This is an optimization exercise on Yosys and OpenROAD, whose aim is small area, a short achievable clock period and few clock cycles per item, not a production implementation. At most, simulation tests tie the RTL to the original design; equivalence was not proved. Power and IR drop assume default switching activity.

==> flow/design.v (excerpt) <==
module kf_tss_check (
    input  wire         clk,
    input  wire         rst,
    input  wire         in_valid,
    output wire         in_ready,
    input  wire         in_seq_stopped,
    input  wire         in_pin_owned,
    input  wire [31:0]  in_period,
    input  wire [319:0] in_entry,
    output wire         out_valid,
    output wire [15:0]  out_status,
    output wire [3:0]   out_field
);
For scale: roughly 1,700 cells after synthesis, ~40 flip-flops, ~380 I/O pins, roughly 13,000 um2 of cells after synthesis.
==> flow/config.mk <==
export PLATFORM = sky130hd
export DESIGN_NAME = kf_tss_check
export DESIGN_NICKNAME = kf_tss_check
export VERILOG_FILES = /design/flow/design.v
export SDC_FILE = /design/flow/constraint.sdc
export NUM_CORES = 4
export LEC_CHECK = 0
export CAP_MARGIN = 20
export CORE_MARGIN = 2
export CORE_UTILIZATION = 40
export PLACE_DENSITY = 0.6
export SETUP_SLACK_MARGIN = 2
export SLEW_MARGIN = 20
==> flow/constraint.sdc <==
create_clock -name core_clock -period 7.0 [get_ports {clk}]
set_input_delay 1.4000 -clock core_clock [delete_from_list [all_inputs] [get_ports {clk}]]
set_output_delay 1.4000 -clock core_clock [all_outputs]
set_load 0.01 [all_outputs]
run.sh (not shown) runs the stock make flow with config.mk's settings and CLKGATE_MAP_FILE= SYNTH_SCRIPT=/design/flow/synth_recipe.tcl, a recipe that flattens the netlist after the stock synthesis.
Testbench counts at the start, summed over its fixed seeds: cycles 24,016, items 24,000.
Edit:
Settings changed: SETUP_SLACK_MARGIN 2 to 3.5.
After rerunning:
- The new run finished clean
- routed wire length grows by 4.5%
- worst hold slack gets worse by 0.0062 ns
- worst setup slack improved by 1.0 ns
- total power climbs by 15%
- sequential share of layout area shrinks by 0.62 points
- synthesized cell count stays the same

---

Another version of the RTL of kf_tss_check (not shown whole).
Size in the first run: ~83 flip-flops, roughly 380 I/O pins, about 0.015 sq mm of cells after synthesis.
clock: 7.0 ns
lec_check: 0
cap_margin: 20
core_margin: 2
core_utilization: 65
cts_buf_list: sky130_fd_sc_hd__clkbuf_8
place_density: 0.7
setup_slack_margin: 4.6
slew_margin: 20
synth_hierarchical: 1
synth_minimum_keep_size: 0
tns_end_percent: 5
standard.sh (not shown) runs the stock make flow with config.mk's settings and CLKGATE_MAP_FILE= SYNTH_SCRIPT=/design/flow/synth_recipe.tcl, a recipe that flattens the netlist after the stock synthesis.
==> flow/flow/run.sh <==
#!/bin/bash
# The standard layout (standard.sh), with the ports buffered by the smallest buffer
# (sky130_fd_sc_hd__buf_1) instead of the one buffer_ports picks by default.
set -euo pipefail
export BUFFER_PORTS_ARGS="-buffer_cell sky130_fd_sc_hd__buf_1"
bash standard.sh > standard.log 2>&1
Testbench counts at the start, summed over its fixed seeds: cycles 24,016, items 24,000.
Edit:
--- a/flow/config.mk
+++ b/flow/config.mk
@@ -8,8 +8,8 @@
 export CAP_MARGIN = 20
 export CORE_MARGIN = 2
-export CORE_UTILIZATION = 65
+export CORE_UTILIZATION = 60
 export CTS_BUF_LIST = sky130_fd_sc_hd__clkbuf_8
 export PLACE_DENSITY = 0.7
-export SETUP_SLACK_MARGIN = 4.6
+export SETUP_SLACK_MARGIN = 4.8
 export SLEW_MARGIN = 20
 export SYNTH_HIERARCHICAL = 1
What happened: Setup slack degrades by 0.017 ns. Total power climbs by 2.3%. Via count is lower by 2.4%. Die area grows by 8.1%.

---

== sierra ==
Another version of the RTL of kf_tss_check (not shown whole).
Size: about 2100 cells after synthesis, about 51 flip-flops.
==> flow/config.mk <==
export PLATFORM = sky130hd
export DESIGN_NAME = kf_tss_check
export DESIGN_NICKNAME = kf_tss_check
export VERILOG_FILES = /design/flow/design.v
export SDC_FILE = /design/flow/constraint.sdc
export NUM_CORES = 4
export LEC_CHECK = 0
export CAP_MARGIN = 20
export CORE_MARGIN = 2
export CORE_UTILIZATION = 60
export PLACE_DENSITY = 0.7
export SETUP_SLACK_MARGIN = 4.5
export SLEW_MARGIN = 20
export SYNTH_HIERARCHICAL = 1
export SYNTH_MINIMUM_KEEP_SIZE = 0
export TNS_END_PERCENT = 5
==> flow/constraint.sdc <==
create_clock -name core_clock -period 7.0 [get_ports {clk}]
set_input_delay 1.4000 -clock core_clock [delete_from_list [all_inputs] [get_ports {clk}]]
set_output_delay 1.4000 -clock core_clock [all_outputs]
set_load 0.01 [all_outputs]
Scripts as last shown in full above: flow/flow/run.sh
sierra was carried through to the last stage, and its layout satisfied the timing, design-rule and antenna checks.
## Diff of input files: yarrow against sierra
# sierra
export LEC_CHECK = 0
export CAP_MARGIN = 20
export CORE_MARGIN = 2
export CORE_UTILIZATION = 60
export PLACE_DENSITY = 0.7
export SETUP_SLACK_MARGIN = 4.5
export SLEW_MARGIN = 20
export SYNTH_HIERARCHICAL = 1
export SYNTH_MINIMUM_KEEP_SIZE = 0
export TNS_END_PERCENT = 5
create_clock -name core_clock -period 7.0 [get_ports {clk}]
# yarrow
export LEC_CHECK = 0
export CAP_MARGIN = 20
export CORE_MARGIN = 2
export CORE_UTILIZATION = 60
export PLACE_DENSITY = 0.7
export SETUP_SLACK_MARGIN = 4.2
export SLEW_MARGIN = 20
export SYNTH_HIERARCHICAL = 1
export SYNTH_MINIMUM_KEEP_SIZE = 0
create_clock -name core_clock -period 7.0 [get_ports {clk}]
### Flow results
Of sierra and yarrow, the run reporting the lower switching fraction of total power was yarrow.
In the tables for sierra and yarrow, total length of routed wires reads lower with yarrow.
Per the comparison of yarrow with sierra, global-route usage shows a reduction of 1.5 points, via count shows a reduction of 1.3%.
Minimum clock period after layout deteriorates in yarrow relative to sierra.
Sequential cell count: yarrow vs sierra identical
yarrow vs sierra: post-route standard cell area excluding fillers down slightly
No run of this note included a check of the RTL's function; only the layout flow was run.

---

kf_tss_check with an RTL version that a note above also has.
Size in the first run: roughly 2100 cells after synthesis, about 83 flip-flops, about 15000 µm² of cells after synthesis.
// kf_tss_check
module kf_tss_check (
    input  wire         clk,
    input  wire         rst,
    input  wire         in_valid,
    output wire         in_ready,
    input  wire         in_seq_stopped,
    input  wire         in_pin_owned,
    input  wire [31:0]  in_period,
    input  wire [319:0] in_entry,
    output wire         out_valid,
    output wire [15:0]  out_status,
    output wire [3:0]   out_field
);
    assign in_ready = 1'b1;
    wire [31:0] off  [0:7];
    wire [15:0] slot [0:3];
    genvar g;
    generate
        for (g = 0; g < 8; g = g + 1) begin : g_off
            assign off[g] = in_entry[32*g +: 32];
        end
        for (g = 0; g < 4; g = g + 1) begin : g_slot
            assign slot[g] = in_entry[256 + 16*g +: 16];
        end
    endgenerate
    integer i, k;
    reg [1:0] pre;
    always @(*) begin
        if (!in_seq_stopped)        pre = 2'd1;
        else if (!in_pin_owned)     pre = 2'd2;
        else if (in_period == 32'd0) pre = 2'd3;
        else                        pre = 2'd0;
    end
    reg [3:0] slot_bad;
    always @(*) begin
        for (i = 0; i < 4; i = i + 1) begin
            slot_bad[i] = 1'b0;
            for (k = 0; k < 6; k = k + 1)
                if (slot[i][2*k +: 2] == 2'b11)
                    slot_bad[i] = 1'b1;
            if (slot[i][15:14] == 2'b11)
                slot_bad[i] = 1'b1;
            if (slot[i][13:12] == 2'b00 && slot[i][15:14] != 2'b00)
                slot_bad[i] = 1'b1;
        end
    end
    reg       c5_fail;
    reg [1:0] c5_slot;
    always @(*) begin
        c5_fail = 1'b0;
  ...
==> flow/config.mk <==
export PLATFORM = sky130hd
export DESIGN_NAME = kf_tss_check
export DESIGN_NICKNAME = kf_tss_check
export VERILOG_FILES = /design/flow/design.v
export SDC_FILE = /design/flow/constraint.sdc
export NUM_CORES = 4
export LEC_CHECK = 0
export CAP_MARGIN = 20
export CORE_MARGIN = 2
export CORE_UTILIZATION = 60
export PLACE_DENSITY = 0.7
export SETUP_SLACK_MARGIN = 4.8
export SLEW_MARGIN = 20
export SYNTH_HIERARCHICAL = 1
export SYNTH_MINIMUM_KEEP_SIZE = 0
export TNS_END_PERCENT = 5
==> flow/constraint.sdc <==
create_clock -name core_clock -period 7.0 [get_ports {clk}]
set_input_delay 1.4000 -clock core_clock [delete_from_list [all_inputs] [get_ports {clk}]]
set_output_delay 1.4000 -clock core_clock [all_outputs]
set_load 0.01 [all_outputs]
Scripts as last shown in full above: flow/flow/run.sh
Testbench counts at the start, summed over its fixed seeds: cycles 24,016, items 24,000.
Then changed:
CTS_BUF_LIST = sky130_fd_sc_hd__clkbuf_8   (was unset)
SETUP_SLACK_MARGIN = 4.6   (was 4.8)
TNS_END_PERCENT = 10   (was 5)
=> Sequential power is about the same. Global-route usage fell by 0.47 points. Power drops by a little under a tenth. Die area is unchanged. Final cell count went down slightly. Setup slack improved by 0.034 ns. Design area shrinks by a few percent. Wire length drops slightly.
Then changed:
PLACE_DENSITY = 0.66   (was 0.7)
TNS_END_PERCENT = 5   (was 10)
Sequential share of layout area stays flat.
Cell count does not change.
Combinational power barely changes.
Fmax is higher by 2.8%.
Then changed:
PLACE_DENSITY = 0.7   (was 0.66)
SETUP_SLACK_MARGIN = 4.4   (was 4.6)
Outcome:
- The changed run produced a clean layout
- setup slack gets worse by 0.23 ns
- combinational power hardly moves
- total power came out lower slightly
- clock-buffer cell count is unchanged
- cell area falls slightly
Then changed:
CORE_UTILIZATION = 55   (was 60)
PLACE_DENSITY = 0.62   (was 0.7)
SETUP_SLACK_MARGIN = 4.6   (was 4.4)
Final area went up slightly.
Global-route usage stays flat.
Register-to-register slack improves by 0.02 ns.
Routed wire length is higher by a little under a tenth.
Via count rises slightly.

---

Another version of the RTL of kf_tss_check (not shown whole).
Size in the first run: about 83 flip-flops, roughly 16,000 µm² of cells after synthesis.
Design kf_tss_check, start of the top module:
module kf_tss_check (
    input  wire         clk,
    input  wire         rst,
    input  wire         in_valid,
    output wire         in_ready,
    input  wire         in_seq_stopped,
    input  wire         in_pin_owned,
    input  wire [31:0]  in_period,
    input  wire [319:0] in_entry,
    output wire         out_valid,
    output wire [15:0]  out_status,
    output wire [3:0]   out_field
);
==> flow/config.mk <==
export PLATFORM = sky130hd
export DESIGN_NAME = kf_tss_check
export DESIGN_NICKNAME = kf_tss_check
export VERILOG_FILES = /design/flow/design.v
export SDC_FILE = /design/flow/constraint.sdc
export NUM_CORES = 4
export LEC_CHECK = 0
export CAP_MARGIN = 20
export CORE_MARGIN = 2
export CORE_UTILIZATION = 60
export PLACE_DENSITY = 0.7
export SETUP_SLACK_MARGIN = 4.5
export SLEW_MARGIN = 20
export SYNTH_HIERARCHICAL = 1
export SYNTH_MINIMUM_KEEP_SIZE = 0
export TNS_END_PERCENT = 5
==> flow/constraint.sdc <==
create_clock -name core_clock -period 7.0 [get_ports {clk}]
set_input_delay 1.4000 -clock core_clock [delete_from_list [all_inputs] [get_ports {clk}]]
set_output_delay 1.4000 -clock core_clock [all_outputs]
set_load 0.01 [all_outputs]
Scripts as last shown in full above: flow/flow/run.sh
Testbench counts at the start, summed over its fixed seeds: cycles 24,016, items 24,000.
Change:
Settings changed: SETUP_SLACK_MARGIN 4.5 to 5.
After rerunning:
- The new run ran to the end with no violations
- wire length decreases by 0.33%
- clock skew climbs by 0.0047 ns
- via count rises by 0.43%
- worst hold slack got worse by 0.0095 ns
- worst setup slack improved by 0.080 ns
- global-route usage rose by 0.71 points
- register-to-register slack hardly moves
- design area climbs by 3.4%
- sequential share of layout area fell by 0.29 points

---

build 79:
kf_tss_check with an RTL version that a note above also has.
Size: roughly 2100 cells after synthesis, roughly 83 flip-flops.
## kf_tss_check
module kf_tss_check (
    input  wire         clk,
    input  wire         rst,
    input  wire         in_valid,
    output wire         in_ready,
    input  wire         in_seq_stopped,
    input  wire         in_pin_owned,
    input  wire [31:0]  in_period,
    input  wire [319:0] in_entry,
    output wire         out_valid,
    output wire [15:0]  out_status,
    output wire [3:0]   out_field
);
export LEC_CHECK = 0
export CAP_MARGIN = 20
export CORE_MARGIN = 2
export CORE_UTILIZATION = 60
export CTS_BUF_LIST = sky130_fd_sc_hd__clkbuf_8
export PLACE_DENSITY = 0.62
export SETUP_SLACK_MARGIN = 4.6
export SLEW_MARGIN = 20
export SYNTH_HIERARCHICAL = 1
export SYNTH_MINIMUM_KEEP_SIZE = 0
export TNS_END_PERCENT = 5
create_clock -name core_clock -period 7.0 [get_ports {clk}]
Scripts as last shown in full above: flow/flow/run.sh
Testbench counts of build 79, summed over its fixed seeds: cycles 24,016, items 24,000.
Inputs modified between build 79 and build 85:
==> flow/flow/run.sh <==
#!/bin/bash
# The standard layout (standard.sh), with the ports buffered by the smallest buffer
# (sky130_fd_sc_hd__buf_1) instead of the one buffer_ports picks by default, and the
# period bits' port buffers, which drive every period comparison, resized to
# sky130_fd_sc_hd__buf_4 after global placement (flow/upsize.tcl).
set -euo pipefail
export BUFFER_PORTS_ARGS="-buffer_cell sky130_fd_sc_hd__buf_1"
export POST_GLOBAL_PLACE_TCL="$(pwd)/flow/upsize.tcl"
bash standard.sh > standard.log 2>&1
==> flow/flow/upsize.tcl (new file) <==
# Drive the period bits, which fan out to every period comparison, with a stronger port
# buffer than the others.
set n 0
foreach port [get_ports {in_period[*]}] {
  set net [get_nets [get_full_name $port]]
  foreach pin [get_pins -of_objects $net] {
    set inst [get_cells -of_objects $pin]
    if { [get_property [get_lib_cells -of_objects $inst] name] eq "sky130_fd_sc_hd__buf_1" } {
      replace_cell $inst sky130_fd_sc_hd__buf_4
      incr n
    }
  }
}
puts "upsize.tcl: $n period port buffers resized to sky130_fd_sc_hd__buf_4"
==> comparison <==
- [build 85] clock tree skew after final layout fell 0.0032 ns relative to build 79
- Overall via count from detail_route went up slightly going from build 79 to build 85.
- Cell area after placement (build 85 vs. build 79) increases slightly
- Compared with build 79, in build 85 total power after layout level; routed wire length moved up; sequential portion of the cell area level; number of buffers inserted by post-CTS setup repair moved down.
Changes in build 22 relative to build 85:
Settings: a change of PLACE_DENSITY from 0.62 to 0.55.
==> flow/flow/run.sh <==
#!/bin/bash
# The standard layout (standard.sh), with the ports buffered by the smallest buffer
# (sky130_fd_sc_hd__buf_1) instead of the one buffer_ports picks by default.
set -euo pipefail
export BUFFER_PORTS_ARGS="-buffer_cell sky130_fd_sc_hd__buf_1"
bash standard.sh > standard.log 2>&1
removed: flow/flow/upsize.tcl
## What came out
Taking build 85 as the reference, in build 22 detailed-routed wire length on met3 went up 230 µm, slack of the worst reg-to-reg path picked up an extra 0.12 ns, total of cells resized after clock tree synthesis moved up, average vias per placed instance now sits lower. Cell at the slowest stage of the critical path: sky130_fd_sc_hd__buf_1 -> build 22, sky130_fd_sc_hd__o21ai_0 -> build 85. Build 22 ends up with a via count that is 87 lower than in build 85. Going from build 85 to build 22, wire length on met1 shrank slightly.

---

kf_tss_check with an RTL version that a note above also has.
Size: ~1700 cells after synthesis, about 40 flip-flops.
clock: 7.0 ns
lec_check: 0
cap_margin: 20
core_margin: 2
core_utilization: 40
place_density: 0.6
setup_slack_margin: 3.5
slew_margin: 20
==> flow/flow/run.sh <==
#!/bin/bash
# The standard layout (standard.sh), with the ports buffered by the smallest buffer
# (sky130_fd_sc_hd__buf_1) instead of the one buffer_ports picks by default.
set -euo pipefail
export BUFFER_PORTS_ARGS="-buffer_cell sky130_fd_sc_hd__buf_1"
bash standard.sh > standard.log 2>&1
The starting point finished clean.
Testbench counts at the start, summed over its fixed seeds: cycles 24,016, items 24,000.
Next try:
==> flow/run.sh (new file) <==
#!/bin/bash
# synth_recipe.tcl (not shown) runs the flow's synth.tcl, then flattens the netlist and writes it again
# the make line also repeats each setting of config.mk as NAME=value (left out here)
make -C /OpenROAD-flow-scripts/flow DESIGN_CONFIG=/design/flow/config.mk WORK_HOME=/design/flow/orfs CLKGATE_MAP_FILE= SYNTH_SCRIPT=/design/flow/synth_recipe.tcl finish
Settings changed: SETUP_SLACK_MARGIN 3.5 to not set.
removed: flow/flow/run.sh
removed: flow/standard.sh
Effect: Sequential share of layout area stays flat. Total power decreases by 2.4%. Design area went up by 1.9%. Via count is lower by 1.4%.

[static timing again, ports no longer ideal]
How much do the figures lean on ideal ports? The routed layouts below were timed once more, with nothing changed but the port constraints.
Step 1 sets driving cells, clkbuf_16 on the clock port and buf_2 on the other inputs (assumed; they add their load-dependent delay and slew).
Step 2 also shifts input and output timing later by t, the mid clock arrival at the registers, as if the neighbouring blocks saw the same clock.
a / b / c = ideal / step 1 / step 2; a / b = the first two.
run | shift t [ns] | setup WS [ns] | clock arrival spread, ns | slew at the worst register clock pin (ns) | worst data-port slew with drivers (ns)
the first run of note 1 | 0.337 | 2.084 / 2.104 / 1.767 | 0.006 / 0.006 | 0.07 / 0.07 | 0.11
the second run of note 1 | 0.330 | 3.094 / 3.091 / 2.762 | 0.012 / 0.011 | 0.07 / 0.07 | 0.11
the first run of note 2 | 0.427 | 4.470 / 4.492 / 4.065 | 0.024 / 0.024 | 0.11 / 0.11 | 0.08
the second run of note 2 | 0.419 | 4.454 / 4.462 / 4.043 | 0.024 / 0.024 | 0.11 / 0.11 | 0.14
sierra | 0.341 | 4.177 / 4.169 / 3.828 | 0.014 / 0.015 | 0.09 / 0.09 | 0.11
yarrow | 0.334 | 4.152 / 4.173 / 3.840 | 0.013 / 0.013 | 0.08 / 0.08 | 0.12
the first run of note 4 | 0.397 | 4.456 / 4.467 / 4.070 | 0.014 / 0.014 | 0.07 / 0.07 | 0.15
the second run of note 4 | 0.419 | 4.491 / 4.496 / 4.077 | 0.017 / 0.017 | 0.11 / 0.11 | 0.08
the third run of note 4 | 0.429 | 4.559 / 4.573 / 4.144 | 0.016 / 0.016 | 0.11 / 0.11 | 0.07
the fourth run of note 4 | 0.414 | 4.329 / 4.351 / 3.937 | 0.015 / 0.015 | 0.10 / 0.10 | 0.09
the fifth run of note 4 | 0.419 | 4.497 / 4.519 / 4.100 | 0.017 / 0.018 | 0.10 / 0.10 | 0.09
the first run of note 5 | 0.399 | 4.411 / 4.418 / 4.019 | 0.011 / 0.011 | 0.07 / 0.07 | 0.12
the second run of note 5 | 0.397 | 4.491 / 4.450 / 4.054 | 0.013 / 0.013 | 0.07 / 0.07 | 0.16
build 79 | 0.429 | 4.559 / 4.573 / 4.144 | 0.016 / 0.016 | 0.11 / 0.11 | 0.07
build 85 | 0.429 | 4.535 / 4.537 / 4.108 | 0.012 / 0.012 | 0.11 / 0.11 | 0.08
build 22 | 0.429 | 4.559 / 4.573 / 4.144 | 0.016 / 0.016 | 0.11 / 0.11 | 0.07
the first run of note 7 | 0.329 | 3.132 / 3.057 / 2.728 | 0.015 / 0.014 | 0.07 / 0.07 | 0.11
the second run of note 7 | 0.337 | 2.084 / 2.104 / 1.767 | 0.006 / 0.006 | 0.07 / 0.07 | 0.11
After both steps setup and hold are still met in every run listed. For the second run of note 5, which loses most, drivers alone change the setup slack by -0.041 ns; drivers and shift together by -0.437 ns.
